From an optimization exercise on the open Yosys and OpenROAD flow, aimed at small area, a short achievable clock period and few clock cycles; shortcuts taken in it are not production practice. RTL that was checked went through simulation tests only; none was proved equivalent to the original.

==> wip/zinc <==
==> flow/design.v (excerpt) <==
module arc_detector (
    input  wire        clk,
    input  wire        rst,         
    input  wire [14:0] depth,       
    input  wire [14:0] alpha,       
    input  wire [14:0] floor_q,     
    input  wire [5:0]  confirm,     
    input  wire [15:0] holdoff,     
    input  wire [7:0]  limit,       
    input  wire [15:0] learn,       
    input  wire        latch_in,    
    input  wire        s_valid,
    input  wire [15:0] s_data,      
    input  wire        s_clr,       
    output wire        s_ready,
    output reg         r_valid,
    output reg         r_evt,       
    output reg         r_inh,       
    output reg         r_latch,     
    output reg  [31:0] r_arcs       
);
==> module arc_detector, before the edit <==
module arc_detector (
    input  wire        clk,
    input  wire        rst,         
    input  wire [14:0] depth,       
    input  wire [14:0] alpha,       
    input  wire [14:0] floor_q,     
    input  wire [5:0]  confirm,     
    input  wire [15:0] holdoff,     
    input  wire [7:0]  limit,       
    input  wire [15:0] learn,       
    input  wire        latch_in,    
    input  wire        s_valid,
    input  wire [15:0] s_data,      
    input  wire        s_clr,       
    output wire        s_ready,
    output reg         r_valid,
    output reg         r_evt,       
    output reg         r_inh,       
    output reg         r_latch,     
    output reg  [31:0] r_arcs       
);
    localparam [10:0] POLL_LAST = 11'd1999;    
    assign s_ready = 1'b1;
    reg               xv;
    reg  signed [15:0] x;
    reg               clr;
    reg        [14:0] alpha_r;
    reg        [14:0] e_r;           
    always @(posedge clk) begin
        xv      <= s_valid & ~rst;
        x       <= s_data;
        clr     <= s_clr;
        alpha_r <= alpha;
        e_r     <= 15'd0 - depth;
    end
    reg signed [39:0] b;
    reg        [15:0] c;
    reg               m_hold, m_learn;
    reg        [10:0] poll;
    wire signed [24:0] bq = b[39:15];
    wire [38:0] pe = b[38:15] * e_r;
    wire above_floor = ~b[39] & ((b[38:30] != 9'd0) | (b[29:15] >= floor_q));
    wire below = x[15] | (pe > {9'd0, x[14:0], 15'd0});
    wire detect = above_floor & below;
    wire signed [25:0] diff = x - bq;
    wire signed [15:0] diff_sat = (diff[25:15] == 11'h000 || diff[25:15] == 11'h7FF) ? diff[15:0] :
                                  (diff[25] ? 16'sh8000 : 16'sh7FFF);
    wire signed [31:0] step   = diff_sat * $signed({1'b0, alpha_r});
    wire signed [39:0] b_next = b + {{8{step[31]}}, step};
    wire c_one = (c == 16'd1);
    wire [15:0] c_dec = c - 16'd1;
    wire arc = ~m_hold & ~m_learn & detect & c_one;
    wire upd = ~m_hold & (m_learn | ~detect);
    wire [31:0] arcs_inc = r_arcs + 32'd1;
    wire poll_end = (poll == POLL_LAST);
    reg        n_inh, n_latch, n_hold_mode, n_learn_mode;
    reg [31:0] n_arcs;
    reg [15:0] n_c;
    always @(*) begin
        n_inh        = r_inh;
        n_latch      = r_latch;
        n_arcs       = r_arcs;
        n_hold_mode  = m_hold;
        n_learn_mode = m_learn;
        n_c          = c_dec;
        if (m_hold) begin
            if (c_one) begin
                n_hold_mode = 1'b0;
                n_c = {10'd0, confirm};
                if (!r_latch) n_inh = 1'b0;
            end
        end else if (m_learn) begin
            if (c_one) begin
                n_learn_mode = 1'b0;
                n_c = {10'd0, confirm};
            end
        end else if (detect) begin
            if (c_one) begin
                n_inh  = 1'b1;
                n_arcs = arcs_inc;
                n_hold_mode = 1'b1;
                n_c = holdoff;
                if (arcs_inc >= {24'd0, limit})
                    n_latch = 1'b1;
            end
        end else begin
            n_c = {10'd0, confirm};
        end
        if (poll_end && clr && n_latch) begin
            n_latch = 1'b0;
            n_arcs  = 32'd0;
            if (!n_hold_mode)
                n_inh = 1'b0;
        end
    end
    always @(posedge clk) begin
        if (rst) begin
            b       <= 40'sd0;
            c       <= (learn != 16'd0) ? learn : {10'd0, confirm};
            m_hold  <= 1'b0;
            m_learn <= (learn != 16'd0);
            poll    <= 11'd0;
            r_valid <= 1'b0;
            r_inh   <= 1'b0;
            r_latch <= latch_in;
            r_arcs  <= 32'd0;
        end else begin
            r_valid <= xv;
            if (xv) begin
                if (upd) b <= b_next;
                c       <= n_c;
                m_hold  <= n_hold_mode;
                m_learn <= n_learn_mode;
                poll    <= poll_end ? 11'd0 : poll + 11'd1;
                r_inh   <= n_inh;
                r_latch <= n_latch;
                r_arcs  <= n_arcs;
            end
        end
        r_evt <= arc;
    end
endmodule
clock: 14.0 ns
lec_check: 0
cap_margin: 20
core_margin: 2
core_utilization: 40
slew_margin: 20
run.sh (not shown) runs the stock make flow with config.mk's settings and CLKGATE_MAP_FILE= SYNTH_SCRIPT=/design/flow/synth_recipe.tcl, a recipe that flattens the netlist after the stock synthesis.
==> wip/lagoon: changes against wip/zinc <==
==> flow/design.v (replaced) <==
module arc_detector (
    input  wire        clk,
    input  wire        rst,         
    input  wire [14:0] depth,       
    input  wire [14:0] alpha,       
    input  wire [14:0] floor_q,     
    input  wire [5:0]  confirm,     
    input  wire [15:0] holdoff,     
    input  wire [7:0]  limit,       
    input  wire [15:0] learn,       
    input  wire        latch_in,    
    input  wire        s_valid,
    input  wire [15:0] s_data,      
    input  wire        s_clr,       
    output wire        s_ready,
    output reg         r_valid,
    output reg         r_evt,       
    output reg         r_inh,       
    output reg         r_latch,     
    output reg  [31:0] r_arcs       
);
    localparam [10:0] POLL_LAST = 11'd1999;    
    reg signed [39:0] b;
    reg        [5:0]  cnt;
    reg        [15:0] hold;
    reg        [15:0] learn_cnt;
    reg        [10:0] poll;
    assign s_ready = 1'b1;
    wire take = s_valid & s_ready;
    wire signed [15:0] x  = s_data;
    wire signed [24:0] bq = b[39:15];
    wire signed [40:0] bq_depth = bq * $signed({1'b0, depth});
    wire signed [25:0] bq_depth_sh = bq_depth[40:15];
    wire signed [26:0] th = bq - bq_depth_sh;
    wire below   = ($signed({{11{x[15]}}, x}) < th);
    wire above_floor = (bq >= $signed({10'd0, floor_q}));
    wire detect  = (learn_cnt == 16'd0) && above_floor && below;
    wire signed [25:0] diff = x - bq;
    wire signed [15:0] diff_sat = (diff > 26'sd32767)  ? 16'sh7FFF :
                                  (diff < -26'sd32768) ? 16'sh8000 :
                                  diff[15:0];
    wire signed [31:0] step   = diff_sat * $signed({1'b0, alpha});
    wire signed [39:0] b_next = b + {{8{step[31]}}, step};
    reg        n_inh, n_latch, n_evt;
    reg [31:0] n_arcs;
    reg [5:0]  n_cnt;
    reg [15:0] n_hold, n_learn;
    reg [10:0] n_poll;
    reg signed [39:0] n_b;
    always @(*) begin
        n_inh   = r_inh;
        n_latch = r_latch;
        n_arcs  = r_arcs;
        n_evt   = 1'b0;
        n_cnt   = cnt;
        n_hold  = hold;
        n_learn = learn_cnt;
        n_poll  = poll;
        n_b     = b;
        if (hold != 16'd0) begin
            n_hold = hold - 16'd1;
            if (n_hold == 16'd0 && !r_latch)
                n_inh = 1'b0;
        end else if (detect) begin
            n_cnt = cnt + 6'd1;
            if (n_cnt == confirm) begin
                n_inh  = 1'b1;
                n_evt  = 1'b1;
                n_arcs = r_arcs + 32'd1;
                n_hold = holdoff;
                n_cnt  = 6'd0;
                if (n_arcs >= {24'd0, limit})
                    n_latch = 1'b1;
            end
        end else begin
            n_cnt = 6'd0;
            if (learn_cnt != 16'd0)
                n_learn = learn_cnt - 16'd1;
            n_b = b_next;
        end
        if (poll == POLL_LAST) begin
            n_poll = 11'd0;
            if (s_clr && n_latch) begin
                n_latch = 1'b0;
                n_arcs  = 32'd0;
                if (n_hold == 16'd0)
                    n_inh = 1'b0;
            end
        end else begin
            n_poll = poll + 11'd1;
        end
    end
    always @(posedge clk) begin
        if (rst) begin
            b         <= 40'sd0;
            cnt       <= 6'd0;
            hold      <= 16'd0;
            learn_cnt <= learn;
            poll      <= 11'd0;
            r_valid   <= 1'b0;
            r_evt     <= 1'b0;
            r_inh     <= 1'b0;
            r_latch   <= latch_in;
            r_arcs    <= 32'd0;
        end else begin
            r_valid <= take;
            if (take) begin
                b         <= n_b;
                cnt       <= n_cnt;
                hold      <= n_hold;
                learn_cnt <= n_learn;
                poll      <= n_poll;
                r_evt     <= n_evt;
                r_inh     <= n_inh;
                r_latch   <= n_latch;
                r_arcs    <= n_arcs;
            end
        end
    end
endmodule
==> qor summary <==
Register-to-Register Setup Slack: wip/zinc 1030 ps; wip/lagoon 2480 ps
Clk slew on worst S/H paths: wip/zinc 80 ps; wip/lagoon 60 ps
Met3 layer usage reported by global route: wip/zinc 3.24%; wip/lagoon 1.90%
Crit path arrival time: wip/zinc 13,320 ps; wip/lagoon 14,040 ps
Area share of fa/ha/maj cells after synthesis: wip/zinc 45.6%; wip/lagoon 45.8%
Outcome: wip/zinc no timing/DRC/antenna violations; wip/lagoon no timing/DRC/antenna violations
Seq cells: wip/zinc 153; wip/lagoon 125
Slowest CP cell: wip/zinc a2111oi_0; wip/lagoon fa_1
Cells after DPL: wip/zinc 4,718; wip/lagoon 5,845
Vias per cell: wip/zinc 5.17; wip/lagoon 5.25
Final standard cell utilization of the core: wip/zinc 44.6%; wip/lagoon 48.2%
Core Rows: wip/zinc 102; wip/lagoon 109
Count of cell types in the netlist: wip/zinc 81; wip/lagoon 90
Worst hold path startpoint: wip/zinc poll[1]$_SDFFE_PP0P_; wip/lagoon b[3]$_SDFFE_PP0P_
Testbench counts of wip/lagoon, summed over its fixed seeds: cycles 192,008.
No functional check of the RTL was part of wip/zinc.

-- separate check: timing with driven ports --
The flow's constraints put no driver on any port. The routed layouts listed below were extracted and timed again, unchanged, in two steps.
Step 1 assumes that a clkbuf_16 drives the clock port and a buf_2 every other input.
Step 2, shift: input delay + t, output delay - t, t = (earliest + latest rising clock arrival at the registers) / 2. This alone moves slack from input paths to output paths.
Slacks: ideal ports / drivers / drivers and shift; pairs: ideal ports / drivers.
run	shift t [ns]	setup slack, ns	latest minus earliest clock arrival (ns)
wip/zinc	0.556	1.025 / 1.025 / 1.025	0.026 / 0.025
wip/lagoon	0.464	0.260 / 0.265 / -0.199	0.016 / 0.016
Met with ideal ports but missed after step 2: setup timing in wip/lagoon. For wip/lagoon, which loses most, drivers alone change the setup slack by +0.005 ns; drivers and shift together by -0.459 ns.
